Source: an optimization exercise on an open RTL-to-GDS flow (aim: small area, a short achievable clock period and few clock cycles per item). Production flows keep margins and buffers that such runs may drop. In this exercise RTL edits were held to simulation tests only and were not proved equivalent to the original.

**flow/margin.txt**
```
8.0
```
**flow/run.sh**
```bash
#!/bin/bash
# Own layout flow: the standard ORFS flow, except that
#  - synthesis maps the combinational logic with the ABC script in
#    flow/abc.script instead of ORFS's, and
#  - repair_timing aims for the setup margin in flow/margin.txt (ns below the
#    12 ns clock), so that the design is sized for a shorter achieved period.
# The clock period, SDC and everything else are the standard flow's.
set -euo pipefail
W=$PWD
MARGIN=$(cat "$W/flow/margin.txt")
cat > "$W/own_synth.tcl" <<EOF2
proc abc {args} {
  set i [lsearch -exact \$args -script]
  if {\$i >= 0} { set args [lreplace \$args [expr {\$i + 1}] [expr {\$i + 1}] $W/flow/abc.script] }
  puts "own_synth: abc with \$args"
  yosys abc {*}\$args
}
source $W/synth_recipe.tcl
EOF2
sed "s#SYNTH_SCRIPT=[^ ]*#SYNTH_SCRIPT=$W/own_synth.tcl#" standard.sh > own_standard.sh
grep -q "own_synth.tcl" own_standard.sh
bash own_standard.sh SETUP_SLACK_MARGIN=$MARGIN finish > "$W/flow_make.log" 2>&1
```
**standard.sh**
```bash
#!/bin/bash
# synth_recipe.tcl (not shown) runs the flow's synth.tcl, then flattens the netlist and writes it again
# the make line also repeats each setting of config.mk as NAME=value (left out here)
make -C /OpenROAD-flow-scripts/flow DESIGN_CONFIG=/design/flow/config.mk WORK_HOME=/design/flow/orfs CLKGATE_MAP_FILE= SYNTH_SCRIPT=/design/flow/synth_recipe.tcl "${@:-finish}"
```
**flow/abc.script**
```
strash
dch
map -a
```
**design.v**
```verilog
module aes_sbox_a (
    input  wire [7:0]  a,
    output wire [17:0] m      
);
    wire U0, U1, U2, U3, U4, U5, U6, U7;
    wire T1, T2, T3, T4, T5, T6, T7, T8, T9, T10, T11, T12, T13, T14, T15, T16, T17, T18, T19, T20, T21, T22, T23, T24, T25, T26, T27, M1, M2, M3, M4, M5, M6, M7, M8, M9, M10, M11, M12, M13, M14, M15, M16, M17, M18, M19, M20, M21, M22, M23, M24, M25, M26, M27, M28, M29, M30, M31, M32, M33, M34, M35, M36, M37, M38, M39, M40, M41, M42, M43, M44, M45, M46, M47, M48, M49, M50, M51, M52, M53, M54, M55, M56, M57, M58, M59, M60, M61, M62, M63;
    assign {U0, U1, U2, U3, U4, U5, U6, U7} = a;
    assign T1 = U0 ^ U3;
    assign T2 = U0 ^ U5;
    assign T3 = U0 ^ U6;
    assign T4 = U3 ^ U5;
    assign T5 = U4 ^ U6;
    assign T6 = T1 ^ T5;
    assign T7 = U1 ^ U2;
    assign T8 = U7 ^ T6;
    assign T9 = U7 ^ T7;
    assign T10 = T6 ^ T7;
    assign T11 = U1 ^ U5;
    assign T12 = U2 ^ U5;
    assign T13 = T3 ^ T4;
    assign T14 = T6 ^ T11;
    assign T15 = T5 ^ T11;
    assign T16 = T5 ^ T12;
    assign T17 = T9 ^ T16;
    assign T18 = U3 ^ U7;
    assign T19 = T7 ^ T18;
    assign T20 = T1 ^ T19;
    assign T21 = U6 ^ U7;
    assign T22 = T7 ^ T21;
    assign T23 = T2 ^ T22;
    assign T24 = T2 ^ T10;
    assign T25 = T20 ^ T17;
    assign T26 = T3 ^ T16;
    assign T27 = T1 ^ T12;
    assign M1 = T13 & T6;
    assign M2 = T23 & T8;
    assign M3 = T14 ^ M1;
    assign M4 = T19 & U7;
    assign M5 = M4 ^ M1;
    assign M6 = T3 & T16;
    assign M7 = T22 & T9;
    assign M8 = T26 ^ M6;
    assign M9 = T20 & T17;
    assign M10 = M9 ^ M6;
    assign M11 = T1 & T15;
    assign M12 = T4 & T27;
    assign M13 = M12 ^ M11;
    assign M14 = T2 & T10;
    assign M15 = M14 ^ M11;
    assign M16 = M3 ^ M2;
    assign M17 = M5 ^ T24;
    assign M18 = M8 ^ M7;
    assign M19 = M10 ^ M15;
    assign M20 = M16 ^ M13;
    assign M21 = M17 ^ M15;
    assign M22 = M18 ^ M13;
    assign M23 = M19 ^ T25;
    assign M24 = M22 ^ M23;
    assign M25 = M22 & M20;
    assign M26 = M21 ^ M25;
    assign M27 = M20 ^ M21;
    assign M28 = M23 ^ M25;
    assign M29 = M28 & M27;
    assign M30 = M26 & M24;
    assign M31 = M20 & M23;
    assign M32 = M27 & M31;
    assign M33 = M27 ^ M25;
    assign M34 = M21 & M22;
    assign M35 = M24 & M34;
    assign M36 = M24 ^ M25;
    assign M37 = M21 ^ M29;
    assign M38 = M32 ^ M33;
    assign M39 = M23 ^ M30;
    assign M40 = M35 ^ M36;
    assign M41 = M38 ^ M40;
    assign M42 = M37 ^ M39;
    assign M43 = M37 ^ M38;
    assign M44 = M39 ^ M40;
    assign M45 = M42 ^ M41;
    assign M46 = M44 & T6;
    assign M47 = M40 & T8;
    assign M48 = M39 & U7;
    assign M49 = M43 & T16;
    assign M50 = M38 & T9;
    assign M51 = M37 & T17;
    assign M52 = M42 & T15;
    assign M53 = M45 & T27;
    assign M54 = M41 & T10;
    assign M55 = M44 & T13;
    assign M56 = M40 & T23;
    assign M57 = M39 & T19;
    assign M58 = M43 & T3;
    assign M59 = M38 & T22;
    assign M60 = M37 & T20;
    assign M61 = M42 & T1;
    assign M62 = M45 & T4;
    assign M63 = M41 & T2;
    assign m = {M46, M47, M48, M49, M50, M51, M52, M53, M54, M55, M56, M57, M58, M59, M60, M61, M62, M63};
endmodule
module aes_sbox_b (
    input  wire [17:0] m,
    output wire [7:0]  ye
);
    wire M46, M47, M48, M49, M50, M51, M52, M53, M54, M55, M56, M57, M58, M59, M60, M61, M62, M63;
    assign {M46, M47, M48, M49, M50, M51, M52, M53, M54, M55, M56, M57, M58, M59, M60, M61, M62, M63} = m;
    wire L0, L1, L2, L3, L4, L5, L6, L7, L8, L9, L10, L11, L12, L13, L14, L15, L16, L17, L18, L19, L20, L21, L22, L23, L24, L25, L26, L27, L28, L29, S0, S1, S2, S3, S4, S5, S6, S7;
    assign L0 = M61 ^ M62;
    assign L1 = M50 ^ M56;
    assign L2 = M46 ^ M48;
    assign L3 = M47 ^ M55;
    assign L4 = M54 ^ M58;
    assign L5 = M49 ^ M61;
    assign L6 = M62 ^ L5;
    assign L7 = M46 ^ L3;
    assign L8 = M51 ^ M59;
    assign L9 = M52 ^ M53;
    assign L10 = M53 ^ L4;
    assign L11 = M60 ^ L2;
    assign L12 = M48 ^ M51;
    assign L13 = M50 ^ L0;
    assign L14 = M52 ^ M61;
    assign L15 = M55 ^ L1;
    assign L16 = M56 ^ L0;
    assign L17 = M57 ^ L1;
    assign L18 = M58 ^ L8;
    assign L19 = M63 ^ L4;
    assign L20 = L0 ^ L1;
    assign L21 = L1 ^ L7;
    assign L22 = L3 ^ L12;
    assign L23 = L18 ^ L2;
    assign L24 = L15 ^ L9;
    assign L25 = L6 ^ L10;
    assign L26 = L7 ^ L9;
    assign L27 = L8 ^ L10;
    assign L28 = L11 ^ L14;
    assign L29 = L11 ^ L17;
    assign S0 = L6 ^ L24;
    assign S1 = ~(L16 ^ L26);
    assign S2 = ~(L19 ^ L28);
    assign S3 = L6 ^ L21;
    assign S4 = L20 ^ L22;
    assign S5 = L25 ^ L29;
    assign S6 = ~(L13 ^ L27);
    assign S7 = ~(L6 ^ L23);
    assign ye = {S0, S1, S2, S3, S4, S5, S6, S7};
endmodule
module aes_sbox_bd (
    input  wire [17:0] m,
    output wire [7:0]  ye,
    output wire [7:0]  yd
);
    wire M46, M47, M48, M49, M50, M51, M52, M53, M54, M55, M56, M57, M58, M59, M60, M61, M62, M63;
    assign {M46, M47, M48, M49, M50, M51, M52, M53, M54, M55, M56, M57, M58, M59, M60, M61, M62, M63} = m;
    wire L0, L1, L2, L3, L4, L5, L6, L7, L8, L9, L10, L11, L12, L13, L14, L15, L16, L17, L18, L19, L20, L21, L22, L23, L24, L25, L26, L27, L28, L29, S0, S1, S2, S3, S4, S5, S6, S7;
    assign L0 = M61 ^ M62;
    assign L1 = M50 ^ M56;
    assign L2 = M46 ^ M48;
    assign L3 = M47 ^ M55;
    assign L4 = M54 ^ M58;
    assign L5 = M49 ^ M61;
    assign L6 = M62 ^ L5;
    assign L7 = M46 ^ L3;
    assign L8 = M51 ^ M59;
    assign L9 = M52 ^ M53;
    assign L10 = M53 ^ L4;
    assign L11 = M60 ^ L2;
    assign L12 = M48 ^ M51;
    assign L13 = M50 ^ L0;
    assign L14 = M52 ^ M61;
    assign L15 = M55 ^ L1;
    assign L16 = M56 ^ L0;
    assign L17 = M57 ^ L1;
    assign L18 = M58 ^ L8;
    assign L19 = M63 ^ L4;
    assign L20 = L0 ^ L1;
    assign L21 = L1 ^ L7;
    assign L22 = L3 ^ L12;
    assign L23 = L18 ^ L2;
    assign L24 = L15 ^ L9;
    assign L25 = L6 ^ L10;
    assign L26 = L7 ^ L9;
    assign L27 = L8 ^ L10;
    assign L28 = L11 ^ L14;
    assign L29 = L11 ^ L17;
    assign S0 = L6 ^ L24;
    assign S1 = ~(L16 ^ L26);
    assign S2 = ~(L19 ^ L28);
    assign S3 = L6 ^ L21;
    assign S4 = L20 ^ L22;
    assign S5 = L25 ^ L29;
    assign S6 = ~(L13 ^ L27);
    assign S7 = ~(L6 ^ L23);
    assign ye = {S0, S1, S2, S3, S4, S5, S6, S7};
    assign yd[7] = M49 ^ M51 ^ M52 ^ M54 ^ M58 ^ M59 ^ M61 ^ M62;
    assign yd[6] = M47 ^ M48 ^ M49 ^ M50 ^ M52 ^ M54 ^ M55 ^ M56 ^ M59 ^ M60 ^ M61 ^ M63;
    assign yd[5] = M47 ^ M48 ^ M49 ^ M50 ^ M52 ^ M54 ^ M56 ^ M57 ^ M58 ^ M60 ^ M61 ^ M62;
    assign yd[4] = M46 ^ M48 ^ M52 ^ M54 ^ M58 ^ M59 ^ M61 ^ M62;
    assign yd[3] = M46 ^ M48 ^ M50 ^ M51 ^ M52 ^ M53 ^ M56 ^ M57 ^ M58 ^ M59 ^ M61 ^ M63;
    assign yd[2] = M46 ^ M47 ^ M50 ^ M51 ^ M52 ^ M54 ^ M58 ^ M59 ^ M61 ^ M62;
    assign yd[1] = M49 ^ M50 ^ M52 ^ M53 ^ M58 ^ M59 ^ M61 ^ M62;
    assign yd[0] = M55 ^ M57 ^ M61 ^ M63;
endmodule
module aes_ain (
    input  wire [7:0] a,
    output wire [7:0] y
);
    assign y[7] = a[6] ^ a[4] ^ a[1];
    assign y[6] = a[5] ^ a[3] ^ a[0];
    assign y[5] = a[7] ^ a[4] ^ a[2];
    assign y[4] = a[6] ^ a[3] ^ a[1];
    assign y[3] = a[5] ^ a[2] ^ a[0];
    assign y[2] = ~(a[7] ^ a[4] ^ a[1]);
    assign y[1] = a[6] ^ a[3] ^ a[0];
    assign y[0] = ~(a[7] ^ a[5] ^ a[2]);
endmodule
module aes_mc (input wire [31:0] a, output wire [31:0] y);
    wire t0, t1, t2, t3, t4, t5, t6, t7, t8, t9, t10, t11, t12, t13, t14, t15, t16, t17, t18, t19, t20, t21, t22, t23, t24, t25, t26, t27, t28, t29, t30, t31, t32, t33, t34, t35, t36, t37, t38, t39, t40, t41, t42, t43, t44, t45, t46, t47, t48, t49, t50, t51, t52, t53, t54, t55, t56, t57, t58, t59, t60, t61, t62, t63, t64, t65, t66, t67, t68, t69, t70, t71, t72, t73, t74, t75, t76, t77, t78, t79, t80, t81, t82, t83, t84, t85, t86, t87, t88, t89, t90, t91, t92, t93, t94, t95, t96, t97, t98, t99, t100, t101, t102, t103, t104, t105, t106, t107;
    assign t0 = a[31] ^ a[7];
    assign t1 = a[15] ^ a[23];
    assign t2 = a[15] ^ a[7];
    assign t3 = a[23] ^ a[31];
    assign t4 = a[16] ^ a[24];
    assign t5 = a[17] ^ a[25];
    assign t6 = a[10] ^ a[18];
    assign t7 = a[11] ^ a[19];
    assign t8 = a[2] ^ a[26];
    assign t9 = a[12] ^ a[20];
    assign t10 = a[27] ^ a[3];
    assign t11 = a[13] ^ a[21];
    assign t12 = a[28] ^ a[4];
    assign t13 = a[14] ^ a[22];
    assign t14 = a[29] ^ a[5];
    assign t15 = a[30] ^ a[6];
    assign t16 = a[0] ^ a[8];
    assign t17 = a[1] ^ a[9];
    assign t18 = a[8] ^ t0;
    assign t19 = t4 ^ t18;
    assign t20 = a[0] ^ a[24];
    assign t21 = a[9] ^ t0;
    assign t22 = t20 ^ t5;
    assign t23 = t21 ^ t22;
    assign t24 = a[1] ^ a[25];
    assign t25 = a[26] ^ t24;
    assign t26 = t6 ^ t25;
    assign t27 = a[27] ^ t0;
    assign t28 = t7 ^ t8;
    assign t29 = t27 ^ t28;
    assign t30 = a[28] ^ t0;
    assign t31 = t10 ^ t9;
    assign t32 = t30 ^ t31;
    assign t33 = a[29] ^ t11;
    assign t34 = t12 ^ t33;
    assign t35 = a[30] ^ t13;
    assign t36 = t14 ^ t35;
    assign t37 = a[31] ^ t1;
    assign t38 = t15 ^ t37;
    assign t39 = a[0] ^ t2;
    assign t40 = t4 ^ t39;
    assign t41 = a[1] ^ t16;
    assign t42 = t2 ^ t5;
    assign t43 = t41 ^ t42;
    assign t44 = a[18] ^ t17;
    assign t45 = t8 ^ t44;
    assign t46 = a[10] ^ a[19];
    assign t47 = a[2] ^ t10;
    assign t48 = t2 ^ t46;
    assign t49 = t47 ^ t48;
    assign t50 = a[11] ^ a[20];
    assign t51 = a[3] ^ t12;
    assign t52 = t2 ^ t50;
    assign t53 = t51 ^ t52;
    assign t54 = a[12] ^ a[21];
    assign t55 = a[4] ^ t14;
    assign t56 = t54 ^ t55;
    assign t57 = a[13] ^ a[22];
    assign t58 = a[5] ^ t15;
    assign t59 = t57 ^ t58;
    assign t60 = a[14] ^ a[23];
    assign t61 = a[6] ^ t0;
    assign t62 = t60 ^ t61;
    assign t63 = a[24] ^ t1;
    assign t64 = t16 ^ t63;
    assign t65 = a[16] ^ a[25];
    assign t66 = a[8] ^ t1;
    assign t67 = t17 ^ t65;
    assign t68 = t66 ^ t67;
    assign t69 = a[10] ^ a[17];
    assign t70 = a[9] ^ t69;
    assign t71 = t8 ^ t70;
    assign t72 = a[11] ^ t1;
    assign t73 = t10 ^ t6;
    assign t74 = t72 ^ t73;
    assign t75 = a[12] ^ t1;
    assign t76 = t12 ^ t7;
    assign t77 = t75 ^ t76;
    assign t78 = a[13] ^ t14;
    assign t79 = t9 ^ t78;
    assign t80 = a[14] ^ t11;
    assign t81 = t15 ^ t80;
    assign t82 = a[15] ^ t0;
    assign t83 = t13 ^ t82;
    assign t84 = a[16] ^ t16;
    assign t85 = t3 ^ t84;
    assign t86 = a[17] ^ t17;
    assign t87 = t3 ^ t4;
    assign t88 = t86 ^ t87;
    assign t89 = a[2] ^ t5;
    assign t90 = t6 ^ t89;
    assign t91 = a[18] ^ a[26];
    assign t92 = a[3] ^ t3;
    assign t93 = t7 ^ t91;
    assign t94 = t92 ^ t93;
    assign t95 = a[19] ^ a[27];
    assign t96 = a[4] ^ t3;
    assign t97 = t9 ^ t95;
    assign t98 = t96 ^ t97;
    assign t99 = a[20] ^ a[28];
    assign t100 = a[5] ^ t11;
    assign t101 = t99 ^ t100;
    assign t102 = a[21] ^ a[29];
    assign t103 = a[6] ^ t102;
    assign t104 = t13 ^ t103;
    assign t105 = a[22] ^ a[30];
    assign t106 = a[7] ^ t1;
    assign t107 = t105 ^ t106;
    assign y[0] = t19;
    assign y[1] = t23;
    assign y[2] = t26;
    assign y[3] = t29;
    assign y[4] = t32;
    assign y[5] = t34;
    assign y[6] = t36;
    assign y[7] = t38;
    assign y[8] = t40;
    assign y[9] = t43;
    assign y[10] = t45;
    assign y[11] = t49;
    assign y[12] = t53;
    assign y[13] = t56;
    assign y[14] = t59;
    assign y[15] = t62;
    assign y[16] = t64;
    assign y[17] = t68;
    assign y[18] = t71;
    assign y[19] = t74;
    assign y[20] = t77;
    assign y[21] = t79;
    assign y[22] = t81;
    assign y[23] = t83;
    assign y[24] = t85;
    assign y[25] = t88;
    assign y[26] = t90;
    assign y[27] = t94;
    assign y[28] = t98;
    assign y[29] = t101;
    assign y[30] = t104;
    assign y[31] = t107;
endmodule
module aes_imc_ain (input wire [31:0] a, output wire [31:0] y);
    wire t0, t1, t2, t3, t4, t5, t6, t7, t8, t9, t10, t11, t12, t13, t14, t15, t16, t17, t18, t19, t20, t21, t22, t23, t24, t25, t26, t27, t28, t29, t30, t31, t32, t33, t34, t35, t36, t37, t38, t39, t40, t41, t42, t43, t44, t45, t46, t47, t48, t49, t50, t51, t52, t53, t54, t55, t56, t57, t58, t59, t60, t61, t62, t63, t64, t65, t66, t67, t68, t69, t70, t71, t72, t73, t74, t75, t76, t77, t78, t79, t80, t81, t82, t83, t84, t85, t86, t87, t88, t89, t90, t91, t92, t93, t94, t95, t96, t97, t98, t99, t100, t101, t102, t103, t104, t105, t106, t107, t108, t109, t110, t111, t112, t113, t114, t115, t116, t117, t118, t119, t120, t121, t122, t123, t124, t125, t126, t127, t128, t129, t130, t131, t132, t133, t134, t135, t136, t137, t138, t139, t140, t141, t142, t143, t144, t145, t146, t147, t148, t149, t150, t151, t152, t153, t154, t155, t156, t157, t158, t159, t160, t161, t162, t163, t164, t165, t166, t167, t168, t169, t170, t171, t172, t173, t174, t175, t176, t177, t178, t179, t180, t181, t182, t183, t184, t185, t186, t187, t188, t189, t190, t191, t192, t193, t194, t195, t196, t197, t198, t199, t200, t201, t202, t203, t204, t205, t206, t207, t208, t209, t210, t211, t212, t213, t214, t215, t216, t217, t218, t219, t220, t221, t222, t223, t224, t225, t226, t227, t228, t229, t230, t231, t232, t233;
    assign t0 = a[2] ^ a[5];
    assign t1 = a[26] ^ a[29];
    assign t2 = a[18] ^ a[21];
    assign t3 = a[10] ^ a[13];
    assign t4 = a[15] ^ a[31];
    assign t5 = a[3] ^ a[6];
    assign t6 = a[27] ^ a[30];
    assign t7 = a[19] ^ a[22];
    assign t8 = a[23] ^ a[7];
    assign t9 = a[11] ^ a[14];
    assign t10 = a[16] ^ a[20];
    assign t11 = a[0] ^ a[4];
    assign t12 = a[24] ^ a[28];
    assign t13 = a[12] ^ a[8];
    assign t14 = a[1] ^ t0;
    assign t15 = a[25] ^ t1;
    assign t16 = a[9] ^ t3;
    assign t17 = a[17] ^ t2;
    assign t18 = t4 ^ t5;
    assign t19 = t6 ^ t8;
    assign t20 = t11 ^ t7;
    assign t21 = t12 ^ t9;
    assign t22 = a[12] ^ t14;
    assign t23 = a[20] ^ t16;
    assign t24 = t10 ^ t17;
    assign t25 = a[25] ^ a[30];
    assign t26 = a[17] ^ a[22];
    assign t27 = t11 ^ t6;
    assign t28 = t20 ^ t4;
    assign t29 = t21 ^ t8;
    assign t30 = a[1] ^ a[6];
    assign t31 = a[11] ^ t13;
    assign t32 = t13 ^ t5;
    assign t33 = a[4] ^ t15;
    assign t34 = a[9] ^ t2;
    assign t35 = t7 ^ t9;
    assign t36 = a[14] ^ t12;
    assign t37 = a[0] ^ a[19];
    assign t38 = a[13] ^ a[29];
    assign t39 = t10 ^ t18;
    assign t40 = a[14] ^ a[3];
    assign t41 = t1 ^ t26;
    assign t42 = a[23] ^ a[24];
    assign t43 = a[25] ^ a[8];
    assign t44 = t43 ^ t5;
    assign t45 = t14 ^ t44;
    assign t46 = t1 ^ t10;
    assign t47 = t16 ^ t27;
    assign t48 = a[1] ^ a[28];
    assign t49 = t3 ^ t9;
    assign t50 = a[21] ^ a[5];
    assign t51 = a[27] ^ a[8];
    assign t52 = a[22] ^ a[6];
    assign t53 = t0 ^ t25;
    assign t54 = a[0] ^ a[31];
    assign t55 = a[15] ^ a[16];
    assign t56 = a[16] ^ a[9];
    assign t57 = t17 ^ t32;
    assign t58 = a[5] ^ t13;
    assign t59 = a[6] ^ t19;
    assign t60 = t12 ^ t7;
    assign t61 = a[23] ^ t25;
    assign t62 = t37 ^ t38;
    assign t63 = t61 ^ t62;
    assign t64 = t22 ^ t39;
    assign t65 = t63 ^ t64;
    assign t66 = a[20] ^ a[30];
    assign t67 = t11 ^ t40;
    assign t68 = t66 ^ t14;
    assign t69 = t41 ^ t67;
    assign t70 = t68 ^ t69;
    assign t71 = t2 ^ t42;
    assign t72 = t14 ^ t18;
    assign t73 = t27 ^ t71;
    assign t74 = t72 ^ t73;
    assign t75 = a[31] ^ a[7];
    assign t76 = t12 ^ t75;
    assign t77 = t20 ^ t76;
    assign t78 = t45 ^ t77;
    assign t79 = a[4] ^ a[9];
    assign t80 = t79 ^ t8;
    assign t81 = t46 ^ t80;
    assign t82 = t45 ^ t81;
    assign t83 = a[16] ^ a[2];
    assign t84 = a[3] ^ a[31];
    assign t85 = t83 ^ t84;
    assign t86 = t41 ^ t85;
    assign t87 = t47 ^ t86;
    assign t88 = a[22] ^ a[29];
    assign t89 = t11 ^ t48;
    assign t90 = t5 ^ t88;
    assign t91 = t17 ^ t19;
    assign t92 = t49 ^ t89;
    assign t93 = t90 ^ t91;
    assign t94 = t92 ^ t93;
    assign t95 = a[18] ^ a[29];
    assign t96 = a[30] ^ t95;
    assign t97 = t96 ^ t22;
    assign t98 = t28 ^ t29;
    assign t99 = t97 ^ t98;
    assign t100 = a[31] ^ t30;
    assign t101 = t50 ^ t51;
    assign t102 = t100 ^ t101;
    assign t103 = t102 ^ t23;
    assign t104 = t29 ^ t103;
    assign t105 = a[28] ^ t52;
    assign t106 = t105 ^ t16;
    assign t107 = t31 ^ t53;
    assign t108 = t106 ^ t107;
    assign t109 = t1 ^ t54;
    assign t110 = t8 ^ t9;
    assign t111 = t109 ^ t110;
    assign t112 = t16 ^ t32;
    assign t113 = t111 ^ t112;
    assign t114 = a[1] ^ a[7];
    assign t115 = t114 ^ t13;
    assign t116 = t55 ^ t9;
    assign t117 = t115 ^ t116;
    assign t118 = t117 ^ t47;
    assign t119 = a[12] ^ a[17];
    assign t120 = t119 ^ t3;
    assign t121 = t4 ^ t56;
    assign t122 = t120 ^ t121;
    assign t123 = t14 ^ t21;
    assign t124 = t122 ^ t123;
    assign t125 = a[10] ^ a[11];
    assign t126 = a[24] ^ a[7];
    assign t127 = t125 ^ t126;
    assign t128 = t127 ^ t53;
    assign t129 = t128 ^ t57;
    assign t130 = a[30] ^ t18;
    assign t131 = t34 ^ t35;
    assign t132 = t58 ^ t130;
    assign t133 = t131 ^ t33;
    assign t134 = t132 ^ t133;
    assign t135 = a[26] ^ t58;
    assign t136 = t135 ^ t23;
    assign t137 = t28 ^ t59;
    assign t138 = t136 ^ t137;
    assign t139 = a[28] ^ a[7];
    assign t140 = t139 ^ t38;
    assign t141 = t40 ^ t56;
    assign t142 = t140 ^ t141;
    assign t143 = t17 ^ t142;
    assign t144 = t28 ^ t143;
    assign t145 = a[14] ^ a[19];
    assign t146 = a[30] ^ a[4];
    assign t147 = t145 ^ t146;
    assign t148 = t3 ^ t30;
    assign t149 = t147 ^ t148;
    assign t150 = t149 ^ t24;
    assign t151 = a[7] ^ a[8];
    assign t152 = t0 ^ t10;
    assign t153 = t151 ^ t4;
    assign t154 = t152 ^ t153;
    assign t155 = t17 ^ t35;
    assign t156 = t154 ^ t155;
    assign t157 = a[15] ^ a[9];
    assign t158 = t10 ^ t157;
    assign t159 = t42 ^ t7;
    assign t160 = t158 ^ t159;
    assign t161 = t160 ^ t57;
    assign t162 = a[17] ^ a[20];
    assign t163 = a[24] ^ a[25];
    assign t164 = t162 ^ t163;
    assign t165 = t2 ^ t8;
    assign t166 = t16 ^ t164;
    assign t167 = t165 ^ t20;
    assign t168 = t166 ^ t167;
    assign t169 = a[15] ^ a[18];
    assign t170 = t10 ^ t169;
    assign t171 = t30 ^ t37;
    assign t172 = t15 ^ t170;
    assign t173 = t171 ^ t49;
    assign t174 = t172 ^ t173;
    assign t175 = a[13] ^ a[17];
    assign t176 = t175 ^ t35;
    assign t177 = t46 ^ t176;
    assign t178 = t22 ^ t59;
    assign t179 = t177 ^ t178;
    assign t180 = a[13] ^ a[14];
    assign t181 = a[2] ^ a[28];
    assign t182 = t13 ^ t180;
    assign t183 = t181 ^ t18;
    assign t184 = t182 ^ t19;
    assign t185 = t183 ^ t184;
    assign t186 = t24 ^ t185;
    assign t187 = a[15] ^ a[24];
    assign t188 = t187 ^ t26;
    assign t189 = t50 ^ t188;
    assign t190 = t19 ^ t31;
    assign t191 = t189 ^ t190;
    assign t192 = t33 ^ t191;
    assign t193 = a[12] ^ a[27];
    assign t194 = t193 ^ t52;
    assign t195 = t15 ^ t194;
    assign t196 = t34 ^ t36;
    assign t197 = t195 ^ t196;
    assign t198 = t3 ^ t55;
    assign t199 = t15 ^ t19;
    assign t200 = t198 ^ t60;
    assign t201 = t199 ^ t200;
    assign t202 = a[17] ^ a[23];
    assign t203 = t10 ^ t202;
    assign t204 = t54 ^ t6;
    assign t205 = t15 ^ t203;
    assign t206 = t204 ^ t21;
    assign t207 = t205 ^ t206;
    assign t208 = a[0] ^ a[17];
    assign t209 = t13 ^ t2;
    assign t210 = t208 ^ t4;
    assign t211 = t48 ^ t6;
    assign t212 = t15 ^ t209;
    assign t213 = t210 ^ t211;
    assign t214 = t212 ^ t213;
    assign t215 = a[14] ^ a[23];
    assign t216 = a[26] ^ a[9];
    assign t217 = t2 ^ t215;
    assign t218 = t216 ^ t51;
    assign t219 = t14 ^ t217;
    assign t220 = t218 ^ t60;
    assign t221 = t219 ^ t220;
    assign t222 = a[21] ^ a[25];
    assign t223 = t0 ^ t222;
    assign t224 = t6 ^ t7;
    assign t225 = t18 ^ t223;
    assign t226 = t224 ^ t36;
    assign t227 = t225 ^ t226;
    assign t228 = t23 ^ t227;
    assign t229 = a[10] ^ a[21];
    assign t230 = a[22] ^ t229;
    assign t231 = t230 ^ t29;
    assign t232 = t33 ^ t39;
    assign t233 = t231 ^ t232;
    assign y[0] = ~t65;
    assign y[1] = t70;
    assign y[2] = ~t74;
    assign y[3] = t78;
    assign y[4] = t82;
    assign y[5] = t87;
    assign y[6] = t94;
    assign y[7] = t99;
    assign y[8] = ~t104;
    assign y[9] = t108;
    assign y[10] = ~t113;
    assign y[11] = t118;
    assign y[12] = t124;
    assign y[13] = t129;
    assign y[14] = t134;
    assign y[15] = t138;
    assign y[16] = ~t144;
    assign y[17] = t150;
    assign y[18] = ~t156;
    assign y[19] = t161;
    assign y[20] = t168;
    assign y[21] = t174;
    assign y[22] = t179;
    assign y[23] = t186;
    assign y[24] = ~t192;
    assign y[25] = t197;
    assign y[26] = ~t201;
    assign y[27] = t207;
    assign y[28] = t214;
    assign y[29] = t221;
    assign y[30] = t228;
    assign y[31] = t233;
endmodule
module aes_sbox_bk (
    input  wire [17:0] m,      
    input  wire [7:0]  k,
    output wire [7:0]  ye,
    output wire [7:0]  ydk
);
    wire M46, M47, M48, M49, M50, M51, M52, M53, M54, M55, M56, M57, M58, M59, M60, M61, M62, M63;
    assign {M46, M47, M48, M49, M50, M51, M52, M53, M54, M55, M56, M57, M58, M59, M60, M61, M62, M63} = m;
    wire L0, L1, L2, L3, L4, L5, L6, L7, L8, L9, L10, L11, L12, L13, L14, L15, L16, L17, L18, L19, L20, L21, L22, L23, L24, L25, L26, L27, L28, L29, S0, S1, S2, S3, S4, S5, S6, S7;
    assign L0 = M61 ^ M62;
    assign L1 = M50 ^ M56;
    assign L2 = M46 ^ M48;
    assign L3 = M47 ^ M55;
    assign L4 = M54 ^ M58;
    assign L5 = M49 ^ M61;
    assign L6 = M62 ^ L5;
    assign L7 = M46 ^ L3;
    assign L8 = M51 ^ M59;
    assign L9 = M52 ^ M53;
    assign L10 = M53 ^ L4;
    assign L11 = M60 ^ L2;
    assign L12 = M48 ^ M51;
    assign L13 = M50 ^ L0;
    assign L14 = M52 ^ M61;
    assign L15 = M55 ^ L1;
    assign L16 = M56 ^ L0;
    assign L17 = M57 ^ L1;
    assign L18 = M58 ^ L8;
    assign L19 = M63 ^ L4;
    assign L20 = L0 ^ L1;
    assign L21 = L1 ^ L7;
    assign L22 = L3 ^ L12;
    assign L23 = L18 ^ L2;
    assign L24 = L15 ^ L9;
    assign L25 = L6 ^ L10;
    assign L26 = L7 ^ L9;
    assign L27 = L8 ^ L10;
    assign L28 = L11 ^ L14;
    assign L29 = L11 ^ L17;
    assign S0 = L6 ^ L24;
    assign S1 = ~(L16 ^ L26);
    assign S2 = ~(L19 ^ L28);
    assign S3 = L6 ^ L21;
    assign S4 = L20 ^ L22;
    assign S5 = L25 ^ L29;
    assign S6 = ~(L13 ^ L27);
    assign S7 = ~(L6 ^ L23);
    assign ye = {S0, S1, S2, S3, S4, S5, S6, S7};
    wire q0, q1, q2, q3, q4, q5, q6, q7, q8, q9, q10, q11, q12, q13, q14, q15, q16, q17, q18, q19, q20, q21, q22, q23, q24, q25, q26, q27, q28, q29, q30, q31, q32, q33, q34, q35, q36, q37, q38, q39, q40, q41, q42, q43, q44, q45, q46;
    assign q0 = M52 ^ M61;
    assign q1 = M58 ^ q0;
    assign q2 = M59 ^ q1;
    assign q3 = M54 ^ M62;
    assign q4 = M47 ^ M50;
    assign q5 = M48 ^ M56;
    assign q6 = M49 ^ q3;
    assign q7 = M55 ^ M63;
    assign q8 = M59 ^ q5;
    assign q9 = M60 ^ q4;
    assign q10 = M46 ^ q3;
    assign q11 = M50 ^ M53;
    assign q12 = k[7] ^ M51;
    assign q13 = q12 ^ q6;
    assign q14 = q13 ^ q2;
    assign q15 = k[6] ^ M49;
    assign q16 = M54 ^ q0;
    assign q17 = q15 ^ q7;
    assign q18 = q16 ^ q17;
    assign q19 = q8 ^ q9;
    assign q20 = q18 ^ q19;
    assign q21 = k[5] ^ M57;
    assign q22 = q21 ^ q5;
    assign q23 = q1 ^ q22;
    assign q24 = q6 ^ q9;
    assign q25 = q23 ^ q24;
    assign q26 = k[4] ^ M48;
    assign q27 = q26 ^ q10;
    assign q28 = q2 ^ q27;
    assign q29 = k[3] ^ M46;
    assign q30 = M51 ^ M57;
    assign q31 = M63 ^ q11;
    assign q32 = q29 ^ q30;
    assign q33 = q1 ^ q31;
    assign q34 = q32 ^ q8;
    assign q35 = q33 ^ q34;
    assign q36 = k[2] ^ M51;
    assign q37 = q36 ^ q4;
    assign q38 = q10 ^ q37;
    assign q39 = q2 ^ q38;
    assign q40 = k[1] ^ M49;
    assign q41 = M62 ^ q11;
    assign q42 = q40 ^ q41;
    assign q43 = q2 ^ q42;
    assign q44 = k[0] ^ M57;
    assign q45 = M61 ^ q44;
    assign q46 = q7 ^ q45;
    assign ydk[7] = q14;
    assign ydk[6] = q20;
    assign ydk[5] = q25;
    assign ydk[4] = q28;
    assign ydk[3] = q35;
    assign ydk[2] = q39;
    assign ydk[1] = q43;
    assign ydk[0] = q46;
endmodule
module aes_cell (
    input  wire         clk,
    input  wire         rst,           
    input  wire         in_valid,
    output wire         in_ready,
    input  wire         in_decrypt,    
    input  wire         in_key256,     
    input  wire [255:0] in_key,
    input  wire [127:0] in_block,
    output reg          out_valid,
    output reg  [127:0] out_block
);
    function [7:0] xt;
        input [7:0] a;
        xt = {a[6:0], 1'b0} ^ (a[7] ? 8'h1b : 8'h00);
    endfunction
    function [7:0] xtinv;       
        input [7:0] a;
        xtinv = a[0] ? ({1'b1, a[7:1]} ^ 8'h0d) : {1'b0, a[7:1]};
    endfunction
    function [127:0] shiftrows;
        input [127:0] s;
        integer i;
        begin
            for (i = 0; i < 16; i = i + 1)
                shiftrows[127 - 8 * i -: 8] = s[127 - 8 * ((i % 4) + 4 * (((i / 4) + (i % 4)) % 4)) -: 8];
        end
    endfunction
    function [127:0] invshiftrows;
        input [127:0] s;
        integer i;
        begin
            for (i = 0; i < 16; i = i + 1)
                invshiftrows[127 - 8 * i -: 8] = s[127 - 8 * ((i % 4) + 4 * (((i / 4) + 4 - (i % 4)) % 4)) -: 8];
        end
    endfunction
    reg  [127:0] q_st, q_kt;
    reg  [255:0] q_kw;
    reg  [31:0]  q_ks;
    reg          q_busy, q_dec, q_k256, q_pre, q_ark, q_par;
    reg  [3:0]   q_cnt;
    reg  [7:0]   q_rc;
    reg  [1:0]   q_tag;
    reg  [287:0] p_m;           
    reg  [71:0]  p_km;          
    reg  [255:0] p_kw;
    reg          p_busy, p_dec, p_k256, p_pre, p_ark, p_par;
    reg  [3:0]   p_cnt;
    reg  [7:0]   p_rc;
    reg  [1:0]   p_tag;
    genvar g;
    wire [127:0] x1 = q_st ^ q_kt;
    wire [287:0] m1;
    wire [71:0]  km1;
    generate
        for (g = 0; g < 16; g = g + 1) begin : g_s1
            aes_sbox_a u_sa (.a(x1[127 - 8 * g -: 8]), .m(m1[287 - 18 * g -: 18]));
        end
        for (g = 0; g < 4; g = g + 1) begin : g_k1
            aes_sbox_a u_ka (.a(q_ks[31 - 8 * g -: 8]), .m(km1[71 - 18 * g -: 18]));
        end
    endgenerate
    always @(posedge clk) begin
        p_m    <= {m1[287:128], q_pre ? q_st : m1[127:0]};
        p_km   <= km1;
        p_kw   <= q_kw;
        p_dec  <= q_dec;
        p_k256 <= q_k256;
        p_pre  <= q_pre;
        p_ark  <= q_ark;
        p_par  <= q_par;
        p_cnt  <= q_cnt;
        p_rc   <= q_rc;
        p_tag  <= q_tag;
    end
    wire [127:0] sbe;           
    wire [127:0] dk;            
    wire [31:0]  ks_sub;
    generate
        for (g = 0; g < 16; g = g + 1) begin : g_s2
            aes_sbox_bk u_sb (.m(p_m[287 - 18 * g -: 18]), .k(p_kw[255 - 8 * g -: 8]),
                              .ye(sbe[127 - 8 * g -: 8]), .ydk(dk[127 - 8 * g -: 8]));
        end
        for (g = 0; g < 4; g = g + 1) begin : g_k2
            aes_sbox_b u_kb (.m(p_km[71 - 18 * g -: 18]), .ye(ks_sub[31 - 8 * g -: 8]));
        end
    endgenerate
    wire [31:0] h0 = p_kw[255:224], h1 = p_kw[223:192], h2 = p_kw[191:160], h3 = p_kw[159:128];
    wire [31:0] l0 = p_kw[127:96],  l1 = p_kw[95:64],   l2 = p_kw[63:32],   l3 = p_kw[31:0];
    wire [31:0] ks_t = p_par ? {ks_sub[23:16] ^ p_rc, ks_sub[15:0], ks_sub[31:24]} : ks_sub;
    wire [31:0] h01 = h0 ^ h1, h012 = h01 ^ h2, h0123 = h012 ^ h3;
    wire [127:0] kf = {h0 ^ ks_t, h01 ^ ks_t, h012 ^ ks_t, h0123 ^ ks_t};
    wire [31:0] b0 = p_k256 ? l0 : h0, b1 = p_k256 ? l1 : h1, b2 = p_k256 ? l2 : h2, b3 = p_k256 ? l3 : h3;
    wire [127:0] kb = {b0 ^ ks_t, b1 ^ b0, b2 ^ b1, b3 ^ b2};
    wire [127:0] mc, dnext_s;
    generate
        for (g = 0; g < 4; g = g + 1) begin : g_mix
            aes_mc      u_mc  (.a(sbe[127 - 32 * g -: 32]), .y(mc[127 - 32 * g -: 32]));
            aes_imc_ain u_imc (.a(dk[127 - 32 * g -: 32]),  .y(dnext_s[127 - 32 * g -: 32]));
        end
    endgenerate
    wire [127:0] dnext = invshiftrows(dnext_s);
    wire [127:0] lo_s = invshiftrows(p_kw[127:0]);
    wire [127:0] lo_a0;
    generate
        for (g = 0; g < 16; g = g + 1) begin : g_ain
            aes_ain u_ain (.a(lo_s[127 - 8 * g -: 8]), .y(lo_a0[127 - 8 * g -: 8]));
        end
    endgenerate
    wire [127:0] lo_a = lo_a0 ^ {16{8'h05}};
    wire [127:0] in_s = invshiftrows(in_block);
    wire [127:0] in_a;
    generate
        for (g = 0; g < 16; g = g + 1) begin : g_ain_in
            aes_ain u_ain (.a(in_s[127 - 8 * g -: 8]), .y(in_a[127 - 8 * g -: 8]));
        end
    endgenerate
    wire last    = (p_cnt == (p_k256 ? 4'd14 : 4'd10));
    wire lastpre = (p_cnt == (p_k256 ? 4'd13 : 4'd10));
    wire fin     = p_busy && !p_pre && last;    
    wire q_last  = (q_cnt == (q_k256 ? 4'd14 : 4'd10));
    reg    rdy;
    assign in_ready = rdy;
    wire   accept   = in_ready && in_valid;
    always @(posedge clk) begin
        if (in_ready) begin
            q_st   <= in_decrypt ? in_a : shiftrows(in_block);
            q_kt   <= shiftrows(in_key[255:128]);
            q_kw   <= {in_key[255:128], in_key256 ? in_key[127:0] : in_key[255:128]};
            q_ks   <= in_key256 ? in_key[31:0] : in_key[159:128];
            q_dec  <= in_decrypt;
            q_k256 <= in_key256;
            q_pre  <= in_decrypt;
            q_ark  <= 1'b0;
            q_par  <= 1'b1;
            q_cnt  <= 4'd1;
            q_rc   <= 8'h01;
            q_tag  <= wr_tag;
        end else begin
            q_dec  <= p_dec;
            q_k256 <= p_k256;
            q_tag  <= p_tag;
            q_cnt  <= p_cnt + 4'd1;
            q_par  <= p_k256 ? !p_par : p_par;
            q_pre  <= p_pre;
            q_ark  <= p_ark;
            q_rc   <= p_rc;
            q_kw   <= p_kw;
            q_st   <= p_m[127:0];
            q_kt   <= 128'h0;
            if (p_pre && p_ark) begin
                q_kt  <= lo_a;
                q_pre <= 1'b0;
                q_ark <= 1'b0;
                q_cnt <= 4'd1;
                q_par <= 1'b1;
                q_ks  <= p_k256 ? h3 : (h3 ^ h2);
            end else if (p_pre) begin
                q_kw <= (p_k256 || lastpre) ? {p_kw[127:0], kf} : {kf, kf};
                q_ks <= kf[31:0];
                if (lastpre) begin
                    q_ark <= 1'b1;
                    if (!p_k256) q_rc <= xtinv(p_rc);
                end else if (p_par) begin
                    q_rc <= xt(p_rc);
                end
            end else if (p_dec) begin
                q_kw <= {kb, p_kw[255:128]};
                q_ks <= p_k256 ? (l3 ^ l2) : (h3 ^ h1);
                if (p_par) q_rc <= xtinv(p_rc);
                q_st <= dnext;
            end else begin
                q_kw <= p_k256 ? {p_kw[127:0], kf} : {kf, kf};
                q_kt <= shiftrows(p_k256 ? p_kw[127:0] : kf);
                q_ks <= kf[31:0];
                if (p_par) q_rc <= xt(p_rc);
                q_st <= shiftrows(mc);
            end
        end
    end
    reg  [127:0] rb0, rb1;
    reg  [1:0]   rb_v;
    reg  [1:0]   rb0_tag, rb1_tag;
    reg  [1:0]   rd_tag, wr_tag;
    reg  [1:0]   n_open;        
    wire [127:0] res   = p_dec ? dk : (sbe ^ (p_k256 ? p_kw[127:0] : kf));
    wire         byp   = fin && (p_tag == rd_tag);
    wire         from_rb = rd_tag[0] ? (rb_v[1] && rb1_tag == rd_tag) : (rb_v[0] && rb0_tag == rd_tag);
    wire         load  = byp || from_rb;
    wire [1:0]   n_open_nx = n_open + (accept ? 2'd1 : 2'd0) - (load ? 2'd1 : 2'd0);
    always @(posedge clk) begin
        out_block <= byp ? res : (rd_tag[0] ? rb1 : rb0);
        if (fin && !byp && !p_tag[0]) begin rb0 <= res; rb0_tag <= p_tag; end
        if (fin && !byp &&  p_tag[0]) begin rb1 <= res; rb1_tag <= p_tag; end
    end
    always @(posedge clk) begin
        if (rst) begin
            q_busy    <= 1'b0;
            p_busy    <= 1'b0;
            rb_v      <= 2'b00;
            rd_tag    <= 2'd0;
            wr_tag    <= 2'd0;
            n_open    <= 2'd0;
            rdy       <= 1'b1;
            out_valid <= 1'b0;
        end else begin
            p_busy    <= q_busy;
            q_busy    <= in_ready ? in_valid : (p_busy && !fin);
            if (accept) wr_tag <= wr_tag + 2'd1;
            if (load)   rd_tag <= rd_tag + 2'd1;
            out_valid <= load;
            n_open    <= n_open_nx;
            rdy       <= (!q_busy || (!q_pre && q_last)) && (n_open_nx != 2'd3);
            rb_v      <= (rb_v & ~((!byp && from_rb) ? (rd_tag[0] ? 2'b10 : 2'b01) : 2'b00))
                              | ((fin && !byp) ? (p_tag[0] ? 2'b10 : 2'b01) : 2'b00);
        end
    end
endmodule
```
**constraint.sdc**
```tcl
create_clock -name core_clock -period 12.0 [get_ports {clk}]
set_input_delay 2.4000 -clock core_clock [delete_from_list [all_inputs] [get_ports {clk}]]
set_output_delay 2.4000 -clock core_clock [all_outputs]
set_load 0.01 [all_outputs]
```
**config.mk**
```make
export PLATFORM = sky130hd
export DESIGN_NAME = aes_cell
export DESIGN_NICKNAME = aes_cell
export VERILOG_FILES = /design/flow/design.v
export SDC_FILE = /design/flow/constraint.sdc
export NUM_CORES = 8
export LEC_CHECK = 0
export CAP_MARGIN = 20
export CORE_MARGIN = 2
export CORE_UTILIZATION = 25
export PLACE_DENSITY = 0.35
export SLEW_MARGIN = 20
```
==> impl_results.md, run 1 <==
- DRT antenna net count: 0
- Reg2reg path depth: 12
- Root buf cell: clkbuf_16
- Crit share post-route: 34.0%
- Setup CP Type: flop to flop
- Critical Path Start Type: flop
- Setup violators final: 0
- FF-to-FF setup slack: 7.92 ns
- Core box area: 0.431 mm^2
- Total Die Area: 0.438 mm^2
- Final Instance Area: 0.141 mm^2
- Die Y: 662 um
- Drt drc: 0
- Starting density of the core: 25.1%
- CP Capture Type: flop
- Highest Clock Rate: 245 MHz
- Max clock buf depth: 4
- Hold_buf cts: 0
- CTS tree: done
- Syn Nets: 14,600
- Tot GR Track Use: 29.2%
- Cell Area, Synth: 0.108 mm^2
- Total grt overflow: 0
- Clk slew on worst S/H paths: 0.06 ns
- Sequential share of the synthesized area: 31.9%
- Pin count of the biggest net entering global routing: 137
- Hold path start: q_kw[23]
- Initial antenna violation count: 98
- Worst Max-Slew Pin Slew: 1.25 ns
- WHS: 0.306 ns
- Worst Skew: 0.0561 ns
- Port bufs: 518
- Drt first pass iters: 5
- CP arrival: 4.91 ns
- Num ports: 519
- Hold endpoint: p_kw[23]
- Most common cell after layout, fill and taps aside: nand2_1
- Post-synth top area cell: dfxtp_1
- Drt total wl: 662 mm
- Layout cell share with drive strength beyond 1: 16.4%
- WL/cell: 31.1 um
- Fin crit period: 4.08 ns
- Commonest non-fill, non-tap cells in the layout: nand2_1, xor2_1, o21ai_0, xnor2_1, clkinv_1
- Final hold vios: 0
- H-tree level count: 4
- R2r endpoint: q_st[52]
- Row cnt: 241
- DP Wirelength: 528 mm
- Vias: 106,000
- Synth unique cells: 44
- Number of synthesized register bits: 1,598
- RSZ-0062 raised after global routing: true
- Top cells by area, synth: dfxtp_1, xor2_1, xnor2_1
- Total CTS buffers: 216
- Fin. max-slew vios: 0
- # fillers: 46,400
- Vias/cell: 4.96
- Mapped Cells: 14,200
- CP Data Required Time: 12.84 ns
- Gp weighted congestion: 0.972
- Number of global-route vias before repair: 100,000
- First-pass GRT wire length: 878 mm
- Synth-to-layout area growth: 29.8%
- Worst hold path class: flop to flop
- Top cell type's share of synthesized area: 24.7%
- Clk sinks: 1,598
- Worst-path maximum fanout: 5
- Yosys Warn Count: 1
- Slew headroom: 15.8%
- 1st-iter DRT viols: 11,100
- Outcome: complete, no violations
- Worst R2R Start: p_m[55]
- Worst Hold Depth: 0
- NumNets Final: 15,800
- DP Area: 0.123 mm^2
- Max_cap viols: 0
- Synth Area per Inst: 7.65 um^2
- Clk Latency, worst-skew pair: 1.00 ns
- Die W: 662 um
## critical path, cell delays in order (launching register included)
cell and delay (ns):
dfxtp_2 0.50, xnor2_1 0.22, xor2_1 0.48, xor2_1 0.21
xor2_1 0.37, buf_4 0.27, xnor2_1 0.30, xor2_1 0.31
xnor2_1 0.12, a21oi_1 0.51, o21ai_1 0.31, o211ai_1 0.18
o21ai_0 0.11
## sequential cells by signal (all words and copies together) (netlist names), 4 cells and up
register,flops
rb1,128
q_kt,128
p_cnt,4
q_cnt,4
p_m,288
p_kw,256
q_kw,256
p_km,72
rb0,128
q_st,128
out_block,128
p_rc,8
q_rc,8
q_ks,32
## kinds of logic after synthesis
logic type	Yosys count	share of synthesized area (%)
adder cells (fa/ha/maj)	44	0.508
buffers and inverters	1289	4.47
AND/OR/NAND/NOR	4077	15.4
AO/OA/AOI/OAI	3498	18.1
XOR/XNOR	3645	29.5
flip-flops	1598	31.9
multiplexers	2	0.0185
## worst max-delay path by stage
stage                  start            end  slack, ns
finish               p_m[55]       q_st[52]       7.92
CTS                 p_km[17]  out_block[45]       7.83
floorplan                rdy       q_kw[62]      -3.40
detailed placement  p_km[51]        rb0[53]       6.23
global route        p_m[137]      q_st[110]       7.86
global placement    p_km[51]        rb0[53]       6.23
## metal layers
metal	vias up	GRT usage, %	share of wire (%)
li1	49300	-	-
met1	51500	39.9	45
met2	3990	45.0	44
met3	894	3.74	6.1
met4	18	14.4	5.8
met5	-	0	0.017
## layout make-up
| type | count | area, um^2 | share of cell area (%) |
|---|---|---|---|
| multi-input cells | 11300 | 76500 | 54.4 |
| repair inverters | 1 | 8.76 | 0.00623 |
| clock inverters | 105 | 1290 | 0.920 |
| diodes | 51 | 128 | 0.0908 |
| clock buffers | 297 | 6280 | 4.47 |
| well taps | 5710 | 7140 | 5.08 |
| inverters | 1289 | 5100 | 3.63 |
| repair buffers | 982 | 9150 | 6.51 |
| flip-flops and latches | 1598 | 35000 | 24.9 |
## cell usage after synthesis, drive strengths merged
cell and count:
nand3b 3, a211oi 47, o32ai 11, o21bai 89
a221oi 27, ha 44, mux2i 2, xor2 2151
o31ai 27, nand2 2202, nor3b 4, o21ai 1522
or2 353, clkinv 1289, o311ai 6, edfxtp 260
and2 5, nor3 44, o21a 50, a22o 1
xnor2 1494, a32o 4, a21o 5, nor4 1
and2b 3, nor2 1156, a31oi 150, o41ai 26
o211ai 117, nand3 283, a32oi 16, o2111ai 26
o2bb2ai 3, nand4 18, a2111oi 1, o221ai 70
a22oi 28, a311oi 11, o22ai 209, a21boi 1
a21oi 1050, and3 5, a2111o 1, dfxtp 1338
## metrics by stage
step           util (%)  TNS (ns)  cells  worst slack (ns)
5_1_grt            32.6         0  21300              7.86
6_report           32.6         0  21300              7.92
2_1_floorplan         -   -264.56  14200             -3.40
3_3_place_gp       28.5         0  20600              6.23
3_5_place_dp       28.5         0  20600              6.23
4_1_cts            31.6         0  21100              7.83
## what timing repair did
action,4_1_cts,5_1_grt
setup endpoints to repair,1304,625
setup buffers,126,110
gates cloned,2,0
pin swaps,111,168
resized for setup,1428,707
Testbench counts, summed over its fixed seeds: cycles 48,720, items 3,200.
==> run 2, diff against run 1 <==
--- a/config.mk
+++ b/config.mk
@@ -7,6 +7,6 @@
 export LEC_CHECK = 0
 export CAP_MARGIN = 20
 export CORE_MARGIN = 2
-export CORE_UTILIZATION = 25
-export PLACE_DENSITY = 0.35
+export CORE_UTILIZATION = 55
+export PLACE_DENSITY = 0.75
 export SLEW_MARGIN = 20
==> run 2 against run 1 <==
Cell count is 15% lower. Register-to-register slack lost 0.06 ns. Wire length is 18% lower. Hold slack gained 0.0020 ns. Critical endpoint is now q_st[51].
==> impl_results.md, run 2 <==
- Sequential share of the synthesized area: 31.9% (unchanged)
- Hold_buf cts: 0 (unchanged)
- CP arrival: 4.84 ns (was 4.91 ns)
- NumNets Final: 15,700 (was 15,800)
- Most frequent cells after synthesis: nand2_1, xor2_1, o21ai_0, xnor2_1, dfxtp_1 (unchanged)
- Cell Area, Synth: 0.108 mm^2 (unchanged)
- Top_reg_cell synth: dfxtp_1 (unchanged)
- Number of synthesized register bits: 1,598 (unchanged)
- Post-synth EDFFs: 260 (unchanged)
- Synth unique cells: 44 (unchanged)
- Mapped Cells: 14,200 (unchanged)
- Final Instance Area: 0.133 mm^2 (was 0.141 mm^2)
- Setup CP Type: flop to flop (unchanged)
- FF+latch area: 0.0348 mm^2 (was 0.0350 mm^2)
- Outcome: complete, no violations (unchanged)
- Async SR Flop Fraction: 0% (unchanged)
- DP Area: 0.118 mm^2 (was 0.123 mm^2)
- Biggest regs: p_m x288, p_kw x256, q_kw x256 (unchanged)
- Die W: 448 um (was 662 um)
- Pre-CTS setup slack: 6.92 ns (was 6.23 ns)
- Yosys Warn Count: 1 (unchanged)
- Initial antenna violation count: 51 (was 98)
- CP Data Required Time: 12.70 ns (was 12.84 ns)
- Clk Latency, worst-skew pair: 0.89 ns (was 1.00 ns)
- Fin. max-slew vios: 0 (unchanged)
- Top reg by flops: p_m (unchanged)
- Setup violators final: 0 (unchanged)
- WL/cell: 30.3 um (was 31.1 um)
- Crit share post-route: 34.4% (was 34.0%)
- Pin count of the biggest net entering global routing: 167 (was 137)
- Post-synth top area cell: dfxtp_1 (unchanged)
- CTS tree: done (unchanged)
- Num ports: 519 (unchanged)
- Number of flip-flops in the largest register: 288 (unchanged)
- Total grt overflow: 0 (unchanged)
- Top cell type's share of synthesized area: 24.7% (unchanged)
- Total CTS buffers: 174 (was 216)
- Worst hold path class: flop to flop (unchanged)
- Highest Clock Rate: 242 MHz (was 245 MHz)
- Die Y: 448 um (was 662 um)
- RSZ-0062 raised after global routing: true (unchanged)
- DRT antenna net count: 0 (unchanged)
- Number of global-route vias before repair: 99,600 (was 100,000)
- Row cnt: 162 (was 241)
- CP Capture Type: flop (unchanged)
- Vias/cell: 6.19 (was 4.96)
- First-pass GRT wire length: 740 mm (was 878 mm)
- Worst Skew: 0.0597 ns (was 0.0561 ns)
- Most common cell after layout, fill and taps aside: nand2_1 (unchanged)
- Clk slew on worst S/H paths: 0.06 ns (about the same)
- Root buf cell: clkbuf_16 (unchanged)
- Syn Nets: 14,600 (unchanged)
- Clk sinks: 1,598 (unchanged)
- H-tree level count: 4 (unchanged)
- Vias: 112,000 (was 106,000)
- Slew headroom: 5.13% (was 15.8%)
- Worst-path maximum fanout: 5 (unchanged)
- Top cells by area, synth: dfxtp_1, xor2_1, xnor2_1 (unchanged)
- Critical Path Start Type: flop (unchanged)
- Final WS setup: 7.87 ns (was 7.92 ns)
- Fin crit period: 4.13 ns (was 4.08 ns)
- Synth-to-layout area growth: 22.4% (was 29.8%)
- Starting density of the core: 55.5% (was 25.1%)
- DP Wirelength: 421 mm (was 528 mm)
- Max_cap viols: 0 (unchanged)
- Worst Max-Slew Pin Slew: 1.41 ns (was 1.25 ns)
- Most frequent cell after synthesis: nand2_1 (unchanged)
- Gp weighted congestion: 1.15 (was 0.972)
- 1st-iter DRT viols: 18,700 (was 11,100)
- Synth Area per Inst: 7.65 um^2 (unchanged)
- # fillers: 16,400 (was 46,400)
- Max clock buf depth: 3 (was 4)
- Commonest non-fill, non-tap cells in the layout: nand2_1, xor2_1, o21ai_0, xnor2_1, dfxtp_1 (was nand2_1, xor2_1, o21ai_0, xnor2_1, clkinv_1)
- Total Die Area: 0.200 mm^2 (was 0.438 mm^2)
- Drt total wl: 546 mm (was 662 mm)
- WHS: 0.308 ns (was 0.306 ns)
- Area of the multi-input gates: 0.0751 mm^2 (was 0.0765 mm^2)
- Drt drc: 0 (unchanged)
- Final hold vios: 0 (unchanged)
- Core box area: 0.195 mm^2 (was 0.431 mm^2)
- Port bufs: 518 (unchanged)
- Tot GR Track Use: 52.1% (was 29.2%)
- Layout cell share with drive strength beyond 1: 13.5% (was 16.4%)
- Drt first pass iters: 11 (was 5)
[run 2: cells by family (layout without fill, tap and decap cells)]
family / after synthesis / in the layout / synth area share [%]
AO/OA/AOI/OAI: 3498 / 3498 / 18.1
other: 0 / 40 / 0
adder cells (fa/ha/maj): 44 / 44 / 0.508
buffers and inverters: 1289 / 2514 / 4.47
multiplexers: 2 / 2 / 0.0185
XOR/XNOR: 3645 / 3645 / 29.5
AND/OR/NAND/NOR: 4077 / 4077 / 15.4
flip-flops: 1598 / 1598 / 31.9
[run 2: final timing paths]
kind / from / end / slack (ns) / depth (start not counted)
worst max-delay path: p_m[32] / q_st[51] / 7.87 / 10
worst min-delay path: q_kw[219] / p_kw[219] / 0.31 / 0
worst max register to register: p_m[32] / q_st[51] / 7.87 / 10
worst min register to register: q_kw[219] / p_kw[219] / 0.31 / 0
[run 2: through the flow]
step	utilization [%]	TNS [ns]	instances
global route	67.9	0	18000
CTS	65.5	0	17900
floorplan	-	-264.56	14200
detailed placement	60.7	0	17500
finish	67.9	0	18000
global placement	60.6	0	17500
[run 2: metal layers]
| layer | global-route usage [%] | up-vias | share of wire [%] | wire length (um) |
|---|---|---|---|---|
| li1 | - | 49000 | - | - |
| met4 | 43.0 | 18 | 11 | 58000 |
| met5 | 0 | - | 0.067 | 367 |
| met1 | 64.9 | 51700 | 36 | 196000 |
| met2 | 70.6 | 8601 | 38 | 209000 |
| met3 | 19.8 | 2293 | 15 | 82500 |
[run 2: final cells by class]
cell class / count / share of cell area, %
Antenna cell: 40 / 0.0755
Clock buffer: 240 / 3.70
Clock inverter: 84 / 0.763
Inverter: 1289 / 3.81
Multi-Input combinational cell: 11300 / 56.7
Sequential cell: 1598 / 26.3
Tap cell: 2624 / 2.48
Timing Repair Buffer: 901 / 6.23
[run 2: worst max-delay path, cell delays in order (launching register included)]
cell and delay, ns:
dfxtp_1 0.48, xor2_1 0.35, xor2_1 0.54, xnor2_1 0.18
xnor2_1 1.00, xor2_1 0.39, xor2_1 0.22, xor2_1 0.25
a21oi_1 0.17, a22oi_1 0.25, o22ai_1 0.14
[run 2: repair_timing]
action	4_1_cts	5_1_grt
gates resized for setup	790	727
pin swaps	78	168
endpoints found under the setup margin	1053	750
setup buffers	78	134
==> run 3, diff against run 2 <==
==> flow/abc.script (replaced) <==
strash
dch
map
--- a/config.mk
+++ b/config.mk
@@ -7,6 +7,6 @@
 export LEC_CHECK = 0
 export CAP_MARGIN = 20
 export CORE_MARGIN = 2
-export CORE_UTILIZATION = 55
-export PLACE_DENSITY = 0.75
+export CORE_UTILIZATION = 40
+export PLACE_DENSITY = 0.6
 export SLEW_MARGIN = 20
==> run 3 against run 2 <==
Now fails the layout checks on capacitance limit, slew limit. Non-clock buffer count grew 222. Cell count grew 62%. Critical path type unchanged.
==> impl_results.md, run 3 <==
- Drt first pass iters: 12 (was 11)
- Starting density of the core: 40.1% (was 55.5%)
- Total Die Area: 0.361 mm^2 (was 0.200 mm^2)
- Die W: 600 um (was 448 um)
- Most frequent cell after synthesis: nand2_1 (unchanged)
- R2r endpoint: q_st[119] (was q_st[51])
- Slowest-stage cell, CP: dfxtp_1 (was xnor2_1)
- Cell Area, Synth: 0.142 mm^2 (was 0.108 mm^2)
- CP Capture Type: flop (unchanged)
- Top reg by flops: p_m (unchanged)
- Async SR Flop Fraction: 0% (unchanged)
- Most frequent cells after synthesis: nand2_1, nand3_1, nand4_1, o21ai_0, clkinv_1 (was nand2_1, xor2_1, o21ai_0, xnor2_1, dfxtp_1)
- Worst Hold Depth: 0 (unchanged)
- Setup CP Type: flop to flop (unchanged)
- Max clock buf depth: 4 (was 3)
- Synth Area in Simple Gates: 44.2% (was 15.4%)
- Failing layout criteria: capacitance limit, slew limit
- Final WS setup: 7.54 ns (was 7.87 ns)
- Pin count of the biggest net entering global routing: 177 (was 167)
- Top cells by area, synth: nand2_1, dfxtp_1, nand3_1 (was dfxtp_1, xor2_1, xnor2_1)
- Post-synthesis xor/xnor area fraction: 10.6% (was 29.5%)
- CTS tree: done (unchanged)
- Synth Area per Inst: 6.23 um^2 (was 7.65 um^2)
- Worst hold path class: flop to flop (unchanged)
- Most common cell after layout, fill and taps aside: nand2_1 (unchanged)
- Layout Utilization: 48.7% (was 67.9%)
- Worst-path maximum fanout: 10 (was 5)
- Worst Skew: 0.132 ns (was 0.0597 ns)
- WL/cell: 37.6 um (was 30.3 um)
- Root buf cell: clkbuf_16 (unchanged)
- Worst Max-Slew Pin Slew: 1.61 ns (was 1.41 ns)
- Slew headroom: -8.42% (was 5.13%)
- Final hold vios: 0 (unchanged)
- Pre-CTS setup slack: 6.21 ns (was 6.92 ns)
- NumNets Final: 24,600 (was 15,700)
- Vias/cell: 6.82 (was 6.19)
- Syn Nets: 23,300 (was 14,600)
- Worst R2R Start: p_kw[159] (was p_m[32])
- Initial antenna violation count: 200 (was 51)
- Number of flip-flops in the largest register: 288 (unchanged)
- Crit path max-delay family: simple AND/OR/NAND/NOR gates (was XOR/XNOR gates)
- Top cell type's share of synthesized area: 20.1% (was 24.7%)
- Post-synth EDFFs: 260 (unchanged)
- Fin crit period: 4.46 ns (was 4.13 ns)
- FF-to-FF setup slack: 7.54 ns (was 7.87 ns)
- Clk sinks: 1,598 (unchanged)
- Outcome: complete, but fails checks (was complete, no violations)
- Num ports: 519 (unchanged)
- Synth-to-layout area growth: 21.5% (was 22.4%)
- DP Wirelength: 883 mm (was 421 mm)
- Hold endpoint: p_kw[12] (was p_kw[219])
- Total grt overflow: 0 (unchanged)
- Port bufs: 518 (unchanged)
- 1st-iter DRT viols: 35,200 (was 18,700)
- First-pass GRT wire length: 1440 mm (was 740 mm)
- Post-synth top area cell: nand2_1 (was dfxtp_1)
- Max_cap viols: 1 (was 0)
- Gp weighted congestion: 1.22 (was 1.15)
- Biggest regs: p_m x288, p_kw x256, q_kw x256 (unchanged)
- Clk Latency, worst-skew pair: 1.06 ns (was 0.89 ns)
- Reg2reg path depth: 12 (was 10)
- DRT antenna net count: 0 (unchanged)
- Hold path start: q_kw[12] (was q_kw[219])
- Adder-cell share of the synthesized area: 0.387% (was 0.508%)
- Total CTS buffers: 194 (was 174)
- Drt drc: 0 (unchanged)
- Number of synthesized register bits: 1,598 (unchanged)
- Tot GR Track Use: 57.5% (was 52.1%)
- Highest Clock Rate: 224 MHz (was 242 MHz)
- Row cnt: 219 (was 162)
- Post-synthesis mux area share: 0.127% (was 0.0185%)
- Fin. max-slew vios: 2 (was 0)
- Commonest non-fill, non-tap cells in the layout: nand2_1, nand3_1, nand4_1, clkinv_1, o21ai_0 (was nand2_1, xor2_1, o21ai_0, xnor2_1, dfxtp_1)
- Critical Path Start Type: flop (unchanged)
- Number of global-route vias before repair: 171,000 (was 99,600)
- Largest family of logic cells by synthesized area: simple AND/OR/NAND/NOR gates (was XOR/XNOR gates)
- Synth unique cells: 53 (was 44)
- Drt total wl: 1100 mm (was 546 mm)
- CP arrival: 5.29 ns (was 4.84 ns)
- CP bufs+invs: 1 (was 0)
- RSZ-0062 raised after global routing: true (unchanged)
- H-tree level count: 4 (unchanged)
- Vias: 199,000 (was 112,000)
- Top_reg_cell synth: dfxtp_1 (unchanged)
- Setup violators final: 0 (unchanged)
- Compound-Gate Fraction of Synth Area: 16.7% (was 18.1%)
- CP cell instances: xnor2_1 > nand3_1 > nand4_1 > buf_4 > nand4_1 > nand2_2 > nand3_1 > nand3_1 > nand4_1 > a31oi_1 > a2bb2oi_4 > o22ai_1 (was xor2_1 > xor2_1 > xnor2_1 > xnor2_1 > xor2_1 > xor2_1 > xor2_1 > a21oi_1 > a22oi_1 > o22ai_1)
- Clk slew on worst S/H paths: 0.07 ns (was 0.06 ns)
- Mapped Cells: 22,800 (was 14,200)
- Die Y: 600 um (was 448 um)
- # fillers: 36,200 (was 16,400)
- CP Data Required Time: 12.83 ns (was 12.70 ns)
- CP max stage delay: 1.04 ns (was 1.00 ns)
- Crit share post-route: 37.2% (was 34.4%)
- Sequential share of the synthesized area: 24.3% (was 31.9%)
- WHS: 0.238 ns (was 0.308 ns)
- Layout cell share with drive strength beyond 1: 11.5% (was 13.5%)
- Yosys Warn Count: 1 (unchanged)
- Core box area: 0.355 mm^2 (was 0.195 mm^2)
==> run 3: cell count changes after synthesis, sizes merged, moves of 124 or more <==
cell / previous run / this run
a31oi: 150 / 332
and2: 5 / 190
nand2: 2202 / 7633
nand3: 283 / 3390
nand3b: 3 / 134
nand4: 18 / 1576
nor2: 1156 / 1028
o21ai: 1522 / 1398
o2bb2ai: 3 / 183
or2: 353 / 40
xnor2: 1494 / 787
xor2: 2151 / 933
==> run 3: logic make-up (layout without fill, tap and decap cells) <==
| group | count (synthesis) | count (layout) |
|---|---|---|
| AND/OR/NAND/NOR | 14100 | 14100 |
| AO/OA/AOI/OAI | 3933 | 3933 |
| XOR/XNOR | 1721 | 1721 |
| flip-flops | 1598 | 1598 |
| buffers and inverters | 1391 | 2873 |
| adder cells (fa/ha/maj) | 44 | 44 |
| multiplexers | 18 | 18 |
| other | 0 | 172 |
==> run 3: worst max path at each step <==
stage / startpoint / to / slack (ns) / cells after the start
finish: p_kw[159] / q_st[119] / 7.54 / 12
global route: p_kw[159] / q_st[119] / 7.58 / 12
CTS: rdy / in_ready / 7.88 / 2
detailed placement: p_kw[149] / q_st[112] / 6.21 / 13
global placement: p_kw[149] / q_st[112] / 6.26 / 13
floorplan: p_dec / q_kw[220] / -8.92 / 9
==> run 3: timing repair <==
item | 4_1_cts | 5_1_grt
resized for setup | 1110 | 881
endpoints found under the setup margin | 784 | 553
buffers inserted | 144 | 156
pin swaps | 98 | 156
hold buffers | 0 | 0
endpoints found under the hold margin | 0 | 0
==> run 3: cell type report <==
| class | count | area [um^2] | area share [%] |
|---|---|---|---|
| multi-input combinational | 19800 | 109000 | 62.9 |
| sequential | 1598 | 35200 | 20.4 |
| timing repair buffer | 1123 | 9960 | 5.76 |
| tap | 4751 | 5940 | 3.44 |
| inverter | 1391 | 5590 | 3.24 |
| clock buffer | 255 | 5590 | 3.23 |
| clock inverter | 104 | 1370 | 0.790 |
| antenna | 172 | 430 | 0.249 |
==> run 3: per-stage QoR <==
| stage | setup TNS [ns] | cell area [um^2] | cells |
|---|---|---|---|
| after floorplan | -2138.22 | 142000 | 22800 |
| after global placement | 0 | 156000 | 28400 |
| after detailed placement | 0 | 156000 | 28400 |
| after CTS | 0 | 168000 | 28900 |
| after global routing | 0 | 173000 | 29100 |
| final | 0 | 173000 | 29200 |
==> run 3: per-layer routing <==
metal  up-vias  track usage, %  share of wire [%]
li1      83700               -                  -
met1     93000            65.1                 34
met2     17500            74.3                 36
met3      4983            29.9                 17
met4        80            59.1                 13
met5         -               0              0.072

static timing again, ports no longer ideal:
No port has a modelled driver above. Below, the same layouts with a new extraction and two added sets of constraints. Step 1 assumes that a clkbuf_16 drives the clock port and a buf_2 every other input. Step 2 also shifts input and output timing later by t, the mid clock arrival at the registers, as if the neighbouring blocks saw the same clock. Three values: ideal, step 1, step 2; two values: the first two.
run	t, ns	setup slack, ns	hold slack, ns	clock arrival spread, ns	slew at the worst register clock pin (ns)
run 1	1.082	7.924 / 7.829 / 7.058	0.306 / 0.306 / 0.306	0.059 / 0.058	0.07 / 0.07
run 2	0.966	7.868 / 7.868 / 7.101	0.308 / 0.308 / 0.308	0.061 / 0.060	0.07 / 0.07
run 3	1.126	7.538 / 7.538 / 6.786	0.238 / 0.238 / 0.238	0.138 / 0.138	0.08 / 0.08
For run 1, which loses most, drivers alone change the setup slack by -0.095 ns; drivers and shift together by -0.866 ns.
